From an optimization exercise on the open Yosys and OpenROAD flow, aimed at small area and a short achievable clock period; shortcuts taken in it are not production practice. Where RTL was checked, it was by simulation tests only, not by an equivalence proof against the original. Power is estimated from default activity; no workload was simulated.

==> lagoon: inputs <==
==> flow/design.v <==
module fmt_cvt (
    input  wire        clk,
    input  wire        rst,         
    input  wire        in_valid,
    input  wire        in_op,       
    input  wire [3:0]  in_src,
    input  wire [3:0]  in_dst,      
    input  wire [31:0] in_a,
    input  wire [7:0]  in_b,        
    output reg         out_valid,
    output reg  [31:0] out_data
);
    reg        v0, f32, bf16, fp16, s32, e4m3, e5m2, i8s, o8u, isfl;
    reg        d_int, d_u32, d_bf, d_h;
    reg        isq;
    reg [31:0] a;           
    always @(posedge clk) begin
        if (rst) v0 <= 1'b0;
        else     v0 <= in_valid;
        f32   <= !in_op && !in_src[3] && !in_src[1] && !in_src[0];
        bf16  <= !in_op && !in_src[3] && in_src[0];
        fp16  <= !in_op && !in_src[3] && in_src[1];
        s32   <= !in_op && in_src[3] && !in_src[0];
        e4m3  <= in_op && !in_src[3] && !in_src[2];
        e5m2  <= in_op && !in_src[3] && in_src[2] && !in_src[0];
        i8s   <= in_op && ((!in_src[3] && in_src[2] && in_src[0]) || (in_src[3] && !in_src[0]));
        o8u   <= in_op && in_src[3] && in_src[0];
        isfl  <= in_op ? (!in_src[3] && !(in_src[2] && in_src[0])) : !in_src[3];
        d_int <= !in_op && in_dst[3];
        d_u32 <= !in_op && in_dst[3] && in_dst[0];
        d_bf  <= !in_op && !in_dst[3] && in_dst[0];
        d_h   <= !in_op && !in_dst[3] && in_dst[1];
        isq   <= in_op;
        a     <= {in_op ? in_b : in_a[31:24], in_a[23:0]};
    end
    wire [7:0] xa = isq ? a[31:24] : 8'd0;    
    reg  [7:0]  E;
    reg  [31:0] mmask;
    reg  [31:0] hid;
    reg  [4:0]  w;
    reg  [7:0]  off;
    reg         emax, mzero;
    always @(*) begin
        E = 8'd0; mmask = 32'hffff_ffff; hid = 32'd0; w = 5'd0; off = 8'd0;
        emax = 1'b0; mzero = 1'b0;
        if (f32) begin
            E = a[30:23]; mmask = 32'h007f_ffff; hid = 32'h0080_0000; w = 5'd23; off = 8'd150;
            emax = &a[30:23]; mzero = ~|a[22:0];
        end else if (bf16) begin
            E = a[14:7]; mmask = 32'h7f; hid = 32'h80; w = 5'd7; off = 8'd134;
            emax = &a[14:7]; mzero = ~|a[6:0];
        end else if (fp16) begin
            E = {3'd0, a[14:10]}; mmask = 32'h3ff; hid = 32'h400; w = 5'd10; off = 8'd25;
            emax = &a[14:10]; mzero = ~|a[9:0];
        end else if (e4m3) begin
            E = {4'd0, a[6:3]}; mmask = 32'h7; hid = 32'h8; w = 5'd3; off = 8'd137;
        end else if (e5m2) begin
            E = {3'd0, a[6:2]}; mmask = 32'h3; hid = 32'h4; w = 5'd2; off = 8'd144;
            emax = &a[6:2]; mzero = ~|a[1:0];
        end else if (i8s) begin
            mmask = 32'hff; off = 8'd133;
        end else if (o8u) begin
            mmask = 32'hff; off = 8'd134;
        end
    end
    wire ezero  = (E == 8'd0);
    wire xnan   = (xa == 8'hff);
    wire s_nan  = xnan || (emax && !mzero) || (e4m3 && (a[6:0] == 7'h7f));
    wire s_inf  = !xnan && emax && mzero;
    wire s_sign = (f32 || s32) ? a[31] : (bf16 || fp16) ? a[15] : (e4m3 || e5m2 || i8s) ? a[7] : 1'b0;
    wire        inv_m = !d_int && ((s32 && a[31]) || (i8s && a[7]));
    wire        inv_s = d_int && !d_u32 && isfl && s_sign;
    wire        inv   = inv_m || inv_s;
    wire        ext   = inv_s || (d_int && s32 && a[31]);
    wire [31:0] hidb  = (isfl && !ezero) ? hid : 32'd0;
    wire [31:0] sig   = (((a ^ {32{inv}}) & mmask) | hidb) ^ ({32{inv_s}} & ~mmask);
    wire [31:0] tzin  = (a & mmask) | hidb;
    wire [31:0] lv0 = sig;
    wire [15:0] lv1; wire [7:0] lv2; wire [3:0] lv3; wire [1:0] lv4;
    wire [15:0] lp1; wire [15:0] lp2; wire [11:0] lp3; wire [7:0] lp4; wire [4:0] lp5;
    wire [15:0] tv1; wire [7:0] tv2; wire [3:0] tv3; wire [1:0] tv4;
    wire [15:0] tp1; wire [15:0] tp2; wire [11:0] tp3; wire [7:0] tp4; wire [4:0] tp5;
    genvar q;
    generate
        for (q = 0; q < 16; q = q + 1) begin : g_l1
            assign lv1[q] = sig[2*q+1] | sig[2*q];
            assign lp1[q] = sig[2*q+1];
            assign tv1[q] = tzin[2*q+1] | tzin[2*q];
            assign tp1[q] = !tzin[2*q];
        end
        for (q = 0; q < 8; q = q + 1) begin : g_l2
            assign lv2[q] = lv1[2*q+1] | lv1[2*q];
            assign lp2[2*q+1:2*q] = lv1[2*q+1] ? {1'b1, lp1[2*q+1]} : {1'b0, lp1[2*q]};
            assign tv2[q] = tv1[2*q+1] | tv1[2*q];
            assign tp2[2*q+1:2*q] = tv1[2*q] ? {1'b0, tp1[2*q]} : {1'b1, tp1[2*q+1]};
        end
        for (q = 0; q < 4; q = q + 1) begin : g_l3
            assign lv3[q] = lv2[2*q+1] | lv2[2*q];
            assign lp3[3*q+2:3*q] = lv2[2*q+1] ? {1'b1, lp2[4*q+3:4*q+2]} : {1'b0, lp2[4*q+1:4*q]};
            assign tv3[q] = tv2[2*q+1] | tv2[2*q];
            assign tp3[3*q+2:3*q] = tv2[2*q] ? {1'b0, tp2[4*q+1:4*q]} : {1'b1, tp2[4*q+3:4*q+2]};
        end
        for (q = 0; q < 2; q = q + 1) begin : g_l4
            assign lv4[q] = lv3[2*q+1] | lv3[2*q];
            assign lp4[4*q+3:4*q] = lv3[2*q+1] ? {1'b1, lp3[6*q+5:6*q+3]} : {1'b0, lp3[6*q+2:6*q]};
            assign tv4[q] = tv3[2*q+1] | tv3[2*q];
            assign tp4[4*q+3:4*q] = tv3[2*q] ? {1'b0, tp3[6*q+2:6*q]} : {1'b1, tp3[6*q+5:6*q+3]};
        end
    endgenerate
    assign lp5 = lv4[1] ? {1'b1, lp4[7:4]} : {1'b0, lp4[3:0]};
    assign tp5 = tv4[0] ? {1'b0, tp4[3:0]} : {1'b1, tp4[7:4]};
    wire       lzv = lv4[1] | lv4[0];
    wire [5:0] tz  = (tv4[1] | tv4[0]) ? {1'b0, tp5} : 6'd32;
    wire s_zero = !lzv && !inv;
    wire [7:0]  eeff = {E[7:1], E[0] | (isfl && ezero)};
    wire [5:0]  c1   = d_bf ? 6'd24 : d_h ? 6'd21 : 6'd8;            
    reg [9:0] ku;
    always @(*) begin
        ku = d_int ? 10'd33 : d_bf ? 10'd924 : d_h ? 10'd9 : 10'd908;    
        if (f32) ku = d_int ? 10'd183 : d_bf ? 10'd50 : d_h ? 10'd159 : 10'd34;
        if (bf16) ku = d_int ? 10'd167 : d_bf ? 10'd34 : d_h ? 10'd143 : 10'd18;
        if (fp16) ku = d_int ? 10'd58 : d_bf ? 10'd949 : d_h ? 10'd34 : 10'd933;
        if (e4m3) ku = d_int ? 10'd170 : d_bf ? 10'd37 : d_h ? 10'd146 : 10'd21;
        if (e5m2) ku = d_int ? 10'd177 : d_bf ? 10'd44 : d_h ? 10'd153 : 10'd28;
        if (i8s) ku = d_int ? 10'd166 : d_bf ? 10'd33 : d_h ? 10'd142 : 10'd17;
        if (o8u) ku = d_int ? 10'd167 : d_bf ? 10'd34 : d_h ? 10'd143 : 10'd18;
    end
    wire [9:0]  o1   = {2'b11, ~xa};
    wire [9:0]  o2   = {2'b11, ~eeff};
    wire [9:0]  us_s = o1 ^ o2 ^ ku;
    wire [9:0]  us_c = {(o1[8:0] & o2[8:0]) | (o1[8:0] & ku[8:0]) | (o2[8:0] & ku[8:0]), 1'b0};
    wire [9:0]  us   = us_s + us_c;
    wire [5:0]  un   = lzv ? c1 + {1'b0, lp5} : c1 - 6'd1;
    wire        big  = d_int && (f32 || bf16) && (E >= 8'd159);
    wire        sp_inf = s_inf || big;
    reg        v1, z1, sn1, si1, sg1, iv1, ex1, di1, du1, db1, dh1;
    reg [31:0] sig1;
    reg [9:0]  us1;
    reg [5:0]  un1;
    reg [5:0]  tz1;
    always @(posedge clk) begin
        if (rst) v1 <= 1'b0;
        else     v1 <= v0;
        sig1 <= sig;
        us1  <= us;
        un1  <= un;
        tz1  <= tz;
        z1   <= s_zero || d_int;
        sn1  <= s_nan;
        si1  <= sp_inf;
        sg1  <= s_sign;
        iv1  <= inv;
        ex1  <= ext;
        di1  <= d_int;
        du1  <= d_u32;
        db1  <= d_bf;
        dh1  <= d_h;
    end
    wire        n1  = !z1 && (us1[9] || (!(|us1[8:6]) && (un1 >= us1[5:0])));
    wire [5:0]  usc = us1[9] ? 6'd0 : (|us1[8:6]) ? 6'd63 : us1[5:0];
    wire [5:0]  u   = n1 ? un1 : usc;
    wire [9:0]  E1  = {4'd0, un1} - us1 + 10'd1;
    wire        fovf = n1 && (E1 >= (dh1 ? 10'd31 : 10'd255));
    wire [95:0] Y   = {{32{ex1}}, sig1, {32{iv1}}};
    wire [95:0] Zf  = Y >> u;
    wire [32:0] Z   = Zf[32:0];
    wire [31:0] R   = Z[32:1];
    wire        g   = Z[0];
    wire        kneg = !u[5] || (tz1 > {1'b0, u[4:0]});
    wire        kzer = u[5] && (tz1 == {1'b0, u[4:0]});
    wire        inc = kneg ? iv1 : kzer ? R[0] : g;
    wire        d16 = db1 || dh1;
    wire        spc = sn1 || si1 || fovf || (du1 && sg1);
    reg  [32:0] W;
    always @(*) begin
        if (di1) begin
            if (sn1 || (du1 && sg1))  W = 33'd0;
            else if (si1)             W = du1 ? 33'h0_ffff_ffff : sg1 ? 33'h1_8000_0000 : 33'h0_7fff_ffff;
            else                      W = {ex1, R};
        end else if (sn1) begin
            W = db1 ? 33'h7fc0 : dh1 ? 33'h7e00 : 33'h7fc0_0000;
        end else if (si1 || fovf) begin
            W = db1 ? 33'h7f80 : dh1 ? 33'h7c00 : 33'h7f80_0000;
        end else if (n1) begin
            if (db1)      W = {18'd0, E1[7:0], R[6:0]};
            else if (dh1) W = {18'd0, E1[4:0], R[9:0]};
            else          W = {2'd0, E1[7:0], R[22:0]};
        end else begin
            W = {1'b0, R};
        end
    end
    reg        v2, i2, sg2, di2, du2, d162;
    reg [32:0] w2;
    always @(posedge clk) begin
        if (rst) v2 <= 1'b0;
        else     v2 <= v1;
        w2   <= W;
        i2   <= inc && !spc;
        sg2  <= sg1 && !sn1;
        di2  <= di1;
        du2  <= du1;
        d162 <= d16;
    end
    wire [32:0] cy;
    wire [8:0]  gc;
    assign gc[0] = i2;
    genvar k;
    generate
        for (k = 0; k < 8; k = k + 1) begin : g_grp
            assign gc[k+1] = gc[k] & (&w2[4*k+3:4*k]);
        end
        for (k = 0; k < 33; k = k + 1) begin : g_bit
            if (k % 4 == 0) begin : g_f
                assign cy[k] = gc[k/4];
            end else begin : g_r
                assign cy[k] = gc[k/4] & (&w2[k-1:(k/4)*4]);
            end
        end
    endgenerate
    wire [32:0] X = w2 ^ cy;
    wire        iovf = du2 ? X[32] : (X[32] != X[31]);
    reg  [31:0] result;
    always @(*) begin
        if (di2)
            result = !iovf ? X[31:0] : du2 ? 32'hffff_ffff : sg2 ? 32'h8000_0000 : 32'h7fff_ffff;
        else if (d162)
            result = {16'd0, sg2, X[14:0]};
        else
            result = {sg2, X[30:0]};
    end
    always @(posedge clk) begin
        if (rst) out_valid <= 1'b0;
        else     out_valid <= v2;
        out_data <= result;
    end
endmodule
==> flow/flow/run.sh <==
#!/bin/bash
# The standard layout (standard.sh: ORFS synthesis to finish) with two
# changes:
# - synthesis maps the logic with flow/area_map.abc (ABC's area mapper
#   without the delay-driven mapping of ORFS's script); everything else in
#   synthesis, registers included, is ORFS's and the standard flow's script unchanged;
set -euo pipefail
here=$PWD
sed "s#log_cmd abc {\*}\$abc_args#lset abc_args 1 $here/flow/area_map.abc\n  log_cmd abc {*}\$abc_args#" \
    "$FLOW_HOME/scripts/synth.tcl" > "$here/synth_area_map.tcl"
grep -q "area_map.abc" "$here/synth_area_map.tcl"
sed "s#\$::env(SCRIPTS_DIR)/synth.tcl#$here/synth_area_map.tcl#" synth_recipe.tcl > "$here/synth_recipe_area_map.tcl"
grep -q "synth_area_map.tcl" "$here/synth_recipe_area_map.tcl"
bash standard.sh SYNTH_SCRIPT="$here/synth_recipe_area_map.tcl" SETUP_SLACK_MARGIN=13.5 finish > standard.log 2>&1
==> flow/flow/area_map.abc <==
strash
dch
map -a
topo
stime -c
buffer -c
upsize -c
dnsize -c
==> flow/standard.sh <==
#!/bin/bash
# synth_recipe.tcl (not shown) runs the flow's synth.tcl, then flattens the netlist and writes it again
# the make line also repeats each setting of config.mk as NAME=value (left out here)
make -C /OpenROAD-flow-scripts/flow DESIGN_CONFIG=/design/flow/config.mk WORK_HOME=/design/flow/orfs CLKGATE_MAP_FILE= SYNTH_SCRIPT=/design/flow/synth_recipe.tcl "${@:-finish}"
==> flow/config.mk <==
export PLATFORM = sky130hd
export DESIGN_NAME = fmt_cvt
export DESIGN_NICKNAME = fmt_cvt
export VERILOG_FILES = /design/flow/design.v
export SDC_FILE = /design/flow/constraint.sdc
export NUM_CORES = 4
export LEC_CHECK = 0
export ABC_AREA = 1
export CAP_MARGIN = 20
export CORE_MARGIN = 2
export CORE_UTILIZATION = 40
export SLEW_MARGIN = 20
==> flow/constraint.sdc <==
create_clock -name core_clock -period 18.0 [get_ports {clk}]
set_input_delay 3.6000 -clock core_clock [delete_from_list [all_inputs] [get_ports {clk}]]
set_output_delay 3.6000 -clock core_clock [all_outputs]
set_load 0.01 [all_outputs]
==> inputs of harbor, as changes to lagoon <==
--- a/flow/design.v
+++ b/flow/design.v
@@ -11,27 +11,46 @@
     output reg  [31:0] out_data
 );
     reg        v0, f32, bf16, fp16, s32, e4m3, e5m2, i8s, o8u, isfl;
+    reg        s_sign, inv_m, inv_s, ext, hidv;
     reg        d_int, d_u32, d_bf, d_h;
     reg        isq;
     reg [31:0] a;           
+    wire i_f32  = !in_op && !in_src[3] && !in_src[1] && !in_src[0];
+    wire i_bf16 = !in_op && !in_src[3] && in_src[0];
+    wire i_fp16 = !in_op && !in_src[3] && in_src[1];
+    wire i_s32  = !in_op && in_src[3] && !in_src[0];
+    wire i_e4m3 = in_op && !in_src[3] && !in_src[2];
+    wire i_e5m2 = in_op && !in_src[3] && in_src[2] && !in_src[0];
+    wire i_i8s  = in_op && ((!in_src[3] && in_src[2] && in_src[0]) || (in_src[3] && !in_src[0]));
+    wire i_isfl = in_op ? (!in_src[3] && !(in_src[2] && in_src[0])) : !in_src[3];
+    wire i_dint = !in_op && in_dst[3];
+    wire i_sign = (i_f32 || i_s32) ? in_a[31] : (i_bf16 || i_fp16) ? in_a[15]
+                : (i_e4m3 || i_e5m2 || i_i8s) ? in_a[7] : 1'b0;
+    wire i_enz  = i_f32 ? |in_a[30:23] : i_bf16 ? |in_a[14:7] : i_fp16 ? |in_a[14:10]
+                : i_e4m3 ? |in_a[6:3] : |in_a[6:2];
     always @(posedge clk) begin
         if (rst) v0 <= 1'b0;
         else     v0 <= in_valid;
-        f32   <= !in_op && !in_src[3] && !in_src[1] && !in_src[0];
-        bf16  <= !in_op && !in_src[3] && in_src[0];
-        fp16  <= !in_op && !in_src[3] && in_src[1];
-        s32   <= !in_op && in_src[3] && !in_src[0];
-        e4m3  <= in_op && !in_src[3] && !in_src[2];
-        e5m2  <= in_op && !in_src[3] && in_src[2] && !in_src[0];
-        i8s   <= in_op && ((!in_src[3] && in_src[2] && in_src[0]) || (in_src[3] && !in_src[0]));
+        f32   <= i_f32;
+        bf16  <= i_bf16;
+        fp16  <= i_fp16;
+        s32   <= i_s32;
+        e4m3  <= i_e4m3;
+        e5m2  <= i_e5m2;
+        i8s   <= i_i8s;
         o8u   <= in_op && in_src[3] && in_src[0];
-        isfl  <= in_op ? (!in_src[3] && !(in_src[2] && in_src[0])) : !in_src[3];
-        d_int <= !in_op && in_dst[3];
+        isfl  <= i_isfl;
+        d_int <= i_dint;
         d_u32 <= !in_op && in_dst[3] && in_dst[0];
         d_bf  <= !in_op && !in_dst[3] && in_dst[0];
         d_h   <= !in_op && !in_dst[3] && in_dst[1];
         isq   <= in_op;
         a     <= {in_op ? in_b : in_a[31:24], in_a[23:0]};
+        s_sign <= i_sign;
+        inv_m  <= !i_dint && ((i_s32 && in_a[31]) || (i_i8s && in_a[7]));
+        inv_s  <= i_dint && !in_dst[0] && i_isfl && i_sign;
+        ext    <= i_dint && ((!in_dst[0] && i_isfl && i_sign) || (i_s32 && in_a[31]));
+        hidv   <= i_isfl && i_enz;
     end
     wire [7:0] xa = isq ? a[31:24] : 8'd0;    
     reg  [7:0]  E;
@@ -63,16 +82,11 @@
             mmask = 32'hff; off = 8'd134;
         end
     end
-    wire ezero  = (E == 8'd0);
     wire xnan   = (xa == 8'hff);
     wire s_nan  = xnan || (emax && !mzero) || (e4m3 && (a[6:0] == 7'h7f));
     wire s_inf  = !xnan && emax && mzero;
-    wire s_sign = (f32 || s32) ? a[31] : (bf16 || fp16) ? a[15] : (e4m3 || e5m2 || i8s) ? a[7] : 1'b0;
-    wire        inv_m = !d_int && ((s32 && a[31]) || (i8s && a[7]));
-    wire        inv_s = d_int && !d_u32 && isfl && s_sign;
     wire        inv   = inv_m || inv_s;
-    wire        ext   = inv_s || (d_int && s32 && a[31]);
-    wire [31:0] hidb  = (isfl && !ezero) ? hid : 32'd0;
+    wire [31:0] hidb  = hidv ? hid : 32'd0;
     wire [31:0] sig   = (((a ^ {32{inv}}) & mmask) | hidb) ^ ({32{inv_s}} & ~mmask);
     wire [31:0] tzin  = (a & mmask) | hidb;
     wire [31:0] lv0 = sig;
@@ -112,7 +126,7 @@
     wire       lzv = lv4[1] | lv4[0];
     wire [5:0] tz  = (tv4[1] | tv4[0]) ? {1'b0, tp5} : 6'd32;
     wire s_zero = !lzv && !inv;
-    wire [7:0]  eeff = {E[7:1], E[0] | (isfl && ezero)};
+    wire [7:0]  eeff = {E[7:1], E[0] | (isfl && !hidv)};
     wire [5:0]  c1   = d_bf ? 6'd24 : d_h ? 6'd21 : 6'd8;            
     reg [9:0] ku;
     always @(*) begin
==> flow/flow/area_map.abc (replaced) <==
strash
dch
map -a
topo
dnsize -c
==> inputs of raven, as changes to lagoon <==
--- a/flow/design.v
+++ b/flow/design.v
@@ -12,8 +12,8 @@
 );
     reg        v0, f32, bf16, fp16, s32, e4m3, e5m2, i8s, o8u, isfl;
     reg        d_int, d_u32, d_bf, d_h;
-    reg        isq;
-    reg [31:0] a;           
+    reg [31:0] a;
+    reg [7:0]  xa;          
     always @(posedge clk) begin
         if (rst) v0 <= 1'b0;
         else     v0 <= in_valid;
@@ -30,10 +30,9 @@
         d_u32 <= !in_op && in_dst[3] && in_dst[0];
         d_bf  <= !in_op && !in_dst[3] && in_dst[0];
         d_h   <= !in_op && !in_dst[3] && in_dst[1];
-        isq   <= in_op;
-        a     <= {in_op ? in_b : in_a[31:24], in_a[23:0]};
-    end
-    wire [7:0] xa = isq ? a[31:24] : 8'd0;    
+        a     <= in_a;
+        xa    <= in_op ? in_b : 8'd0;
+    end
     reg  [7:0]  E;
     reg  [31:0] mmask;
     reg  [31:0] hid;
@@ -131,9 +130,11 @@
     wire [9:0]  us_c = {(o1[8:0] & o2[8:0]) | (o1[8:0] & ku[8:0]) | (o2[8:0] & ku[8:0]), 1'b0};
     wire [9:0]  us   = us_s + us_c;
     wire [5:0]  un   = lzv ? c1 + {1'b0, lp5} : c1 - 6'd1;
+    wire signed [9:0] uss = $signed(us);
+    wire        normal = !d_int && !s_zero && ((uss < 10'sd0) || ((uss < 10'sd64) && (un >= us[5:0])));
     wire        big  = d_int && (f32 || bf16) && (E >= 8'd159);
     wire        sp_inf = s_inf || big;
-    reg        v1, z1, sn1, si1, sg1, iv1, ex1, di1, du1, db1, dh1;
+    reg        v1, n1, sn1, si1, sg1, iv1, ex1, di1, du1, db1, dh1;
     reg [31:0] sig1;
     reg [9:0]  us1;
     reg [5:0]  un1;
@@ -145,7 +146,7 @@
         us1  <= us;
         un1  <= un;
         tz1  <= tz;
-        z1   <= s_zero || d_int;
+        n1   <= normal;
         sn1  <= s_nan;
         si1  <= sp_inf;
         sg1  <= s_sign;
@@ -156,7 +157,6 @@
         db1  <= d_bf;
         dh1  <= d_h;
     end
-    wire        n1  = !z1 && (us1[9] || (!(|us1[8:6]) && (un1 >= us1[5:0])));
     wire [5:0]  usc = us1[9] ? 6'd0 : (|us1[8:6]) ? 6'd63 : us1[5:0];
     wire [5:0]  u   = n1 ? un1 : usc;
     wire [9:0]  E1  = {4'd0, un1} - us1 + 10'd1;
@@ -166,40 +166,38 @@
     wire [32:0] Z   = Zf[32:0];
     wire [31:0] R   = Z[32:1];
     wire        g   = Z[0];
-    wire        kneg = !u[5] || (tz1 > {1'b0, u[4:0]});
-    wire        kzer = u[5] && (tz1 == {1'b0, u[4:0]});
+    wire [6:0]  kdn = {1'b0, un1} - {1'b0, tz1} - 7'd32;
+    wire [6:0]  kds = {1'b0, usc} - {1'b0, tz1} - 7'd32;
+    wire        kneg = n1 ? kdn[6] : kds[6];
+    wire        kzer = n1 ? (kdn == 7'd0) : (kds == 7'd0);
     wire        inc = kneg ? iv1 : kzer ? R[0] : g;
-    wire        d16 = db1 || dh1;
-    wire        spc = sn1 || si1 || fovf || (du1 && sg1);
-    reg  [32:0] W;
-    always @(*) begin
-        if (di1) begin
-            if (sn1 || (du1 && sg1))  W = 33'd0;
-            else if (si1)             W = du1 ? 33'h0_ffff_ffff : sg1 ? 33'h1_8000_0000 : 33'h0_7fff_ffff;
-            else                      W = {ex1, R};
-        end else if (sn1) begin
-            W = db1 ? 33'h7fc0 : dh1 ? 33'h7e00 : 33'h7fc0_0000;
-        end else if (si1 || fovf) begin
-            W = db1 ? 33'h7f80 : dh1 ? 33'h7c00 : 33'h7f80_0000;
-        end else if (n1) begin
-            if (db1)      W = {18'd0, E1[7:0], R[6:0]};
-            else if (dh1) W = {18'd0, E1[4:0], R[9:0]};
-            else          W = {2'd0, E1[7:0], R[22:0]};
-        end else begin
-            W = {1'b0, R};
-        end
-    end
-    reg        v2, i2, sg2, di2, du2, d162;
-    reg [32:0] w2;
+    reg        v2, n2, i2, sn2, si2, sg2, ex2, di2, du2, db2, dh2;
+    reg [31:0] r2;
+    reg [7:0]  e2;
     always @(posedge clk) begin
         if (rst) v2 <= 1'b0;
         else     v2 <= v1;
-        w2   <= W;
-        i2   <= inc && !spc;
-        sg2  <= sg1 && !sn1;
+        r2   <= R;
+        i2   <= inc;
+        e2   <= E1[7:0];
+        n2   <= n1;
+        sn2  <= sn1;
+        si2  <= si1 || fovf;
+        sg2  <= sg1;
+        ex2  <= ex1;
         di2  <= di1;
         du2  <= du1;
-        d162 <= d16;
+        db2  <= db1;
+        dh2  <= dh1;
+    end
+    reg [32:0] W;
+    always @(*) begin
+        W = {ex2, r2};
+        if (n2) begin
+            if (db2)      W = {18'd0, e2, r2[6:0]};
+            else if (dh2) W = {18'd0, e2[4:0], r2[9:0]};
+            else          W = {2'd0, e2, r2[22:0]};
+        end
     end
     wire [32:0] cy;
     wire [8:0]  gc;
@@ -207,26 +205,35 @@
     genvar k;
     generate
         for (k = 0; k < 8; k = k + 1) begin : g_grp
-            assign gc[k+1] = gc[k] & (&w2[4*k+3:4*k]);
+            assign gc[k+1] = gc[k] & (&W[4*k+3:4*k]);
         end
         for (k = 0; k < 33; k = k + 1) begin : g_bit
             if (k % 4 == 0) begin : g_f
                 assign cy[k] = gc[k/4];
             end else begin : g_r
-                assign cy[k] = gc[k/4] & (&w2[k-1:(k/4)*4]);
+                assign cy[k] = gc[k/4] & (&W[k-1:(k/4)*4]);
             end
         end
     endgenerate
-    wire [32:0] X = w2 ^ cy;
-    wire        iovf = du2 ? X[32] : (X[32] != X[31]);
-    reg  [31:0] result;
-    always @(*) begin
-        if (di2)
-            result = !iovf ? X[31:0] : du2 ? 32'hffff_ffff : sg2 ? 32'h8000_0000 : 32'h7fff_ffff;
-        else if (d162)
-            result = {16'd0, sg2, X[14:0]};
-        else
-            result = {sg2, X[30:0]};
+    wire [32:0] X = W ^ cy;
+    reg [31:0] result;
+    always @(*) begin
+        if (di2) begin
+            if (sn2)
+                result = 32'd0;
+            else if (du2)
+                result = sg2 ? 32'd0 : (si2 || X[32]) ? 32'hffff_ffff : X[31:0];
+            else if (si2 || (X[32] != X[31]))
+                result = sg2 ? 32'h8000_0000 : 32'h7fff_ffff;
+            else
+                result = X[31:0];
+        end else if (db2) begin
+            result = sn2 ? 32'h0000_7fc0 : si2 ? {16'd0, sg2, 15'h7f80} : {16'd0, sg2, X[14:0]};
+        end else if (dh2) begin
+            result = sn2 ? 32'h0000_7e00 : si2 ? {16'd0, sg2, 15'h7c00} : {16'd0, sg2, X[14:0]};
+        end else begin
+            result = sn2 ? 32'h7fc0_0000 : si2 ? {sg2, 31'h7f80_0000} : {sg2, X[30:0]};
+        end
     end
     always @(posedge clk) begin
         if (rst) out_valid <= 1'b0;
==> flow/run.sh (new file) <==
#!/bin/bash
# synth_recipe.tcl (not shown) runs the flow's synth.tcl, then flattens the netlist and writes it again
# the make line also repeats each setting of config.mk as NAME=value (left out here)
make -C /OpenROAD-flow-scripts/flow DESIGN_CONFIG=/design/flow/config.mk WORK_HOME=/design/flow/orfs CLKGATE_MAP_FILE= SYNTH_SCRIPT=/design/flow/synth_recipe.tcl finish
removed: flow/flow/run.sh
removed: flow/flow/area_map.abc
removed: flow/standard.sh
==> qor summary <==
Sequential power: raven 0.649 mW; harbor 0.581 mW; lagoon 0.576 mW
Die W: raven 187.9 um; harbor 171.4 um; lagoon 176.5 um
Total power density per cell area: raven 179.3 mW/mm^2; harbor 197.7 mW/mm^2; lagoon 189.7 mW/mm^2
Footprint of the flip-flops and latches: raven 0.004064 mm^2; harbor 0.003771 mm^2; lagoon 0.003697 mm^2
Portion of netlist area occupied by mux cells: raven 1.036%; harbor 0.9936%; lagoon 0.4207%
Filler Cell Count: raven 3503; harbor 2815; lagoon 3052
Latest clock arrival within the worst-skew pair: raven 0.55 ns; harbor 0.44 ns; lagoon 0.44 ns
Hold Path Sink: raven du2; harbor ex1; lagoon out_valid
Routed wire per std cell: raven 14.77 um; harbor 16.10 um; lagoon 16.32 um
Tightest Pin Transition: raven 1.129 ns; harbor 0.9743 ns; lagoon 0.6811 ns
CTS Sinks: raven 203; harbor 188; lagoon 184
Worst Setup Path Type: raven reg -> reg; harbor in -> reg; lagoon reg -> out
Startpoint Class: raven flop; harbor primary input; lagoon flop
Synthesis-to-finish area growth: raven 14.23%; harbor 22.26%; lagoon 14.95%
Area of combinational cells with multiple inputs: raven 0.007943 mm^2; harbor 0.007074 mm^2; lagoon 0.007113 mm^2
Final Instance Count excl. Fillers: raven 2584; harbor 2163; lagoon 2190
Global-route track usage on met3: raven 2.246%; harbor 3.221%; lagoon 2.972%
Flops & latches, synth: raven 203; harbor 188; lagoon 184
Total via count in the routed design: raven 13040; harbor 11470; lagoon 11460
Status: raven no timing/DRC/antenna violations; harbor no timing/DRC/antenna violations; lagoon no timing/DRC/antenna violations
Detailed router's first-iteration violation count: raven 865; harbor 673; lagoon 794
Invs w/o clock: raven 306; harbor 208; lagoon 236
For raven, only the layout was checked, not whether the RTL still works.

-- re-timing with driven ports --
The flow's constraints put no driver on any port. The routed layouts listed below were extracted and timed again, unchanged, in two steps.
Step 1: set_driving_cell puts a clkbuf_16 on clk and a buf_2 on each other input, an assumption about the parent block.
Step 2 moves the port delays by t, midway between the first and last clock arrival at a register: inputs arrive t later, outputs are due t later. That takes back most of the time a late clock gives input paths.
Three values: no drivers, after step 1, after step 2; two values: the first two.
| run | t, ns | slack for setup (ns) | cell pins on the clock port's net |
|---|---|---|---|
| lagoon | 0.484 | 13.536 / 13.485 / 13.445 | 1 |
| harbor | 0.482 | 13.522 / 13.483 / 13.068 | 1 |
| raven | 0.591 | 12.209 / 12.209 / 12.209 | 1 |
After both steps setup and hold are still met in every run listed. The setup slack of harbor, which loses most, moves by -0.039 ns with the drivers and by -0.454 ns with both steps.
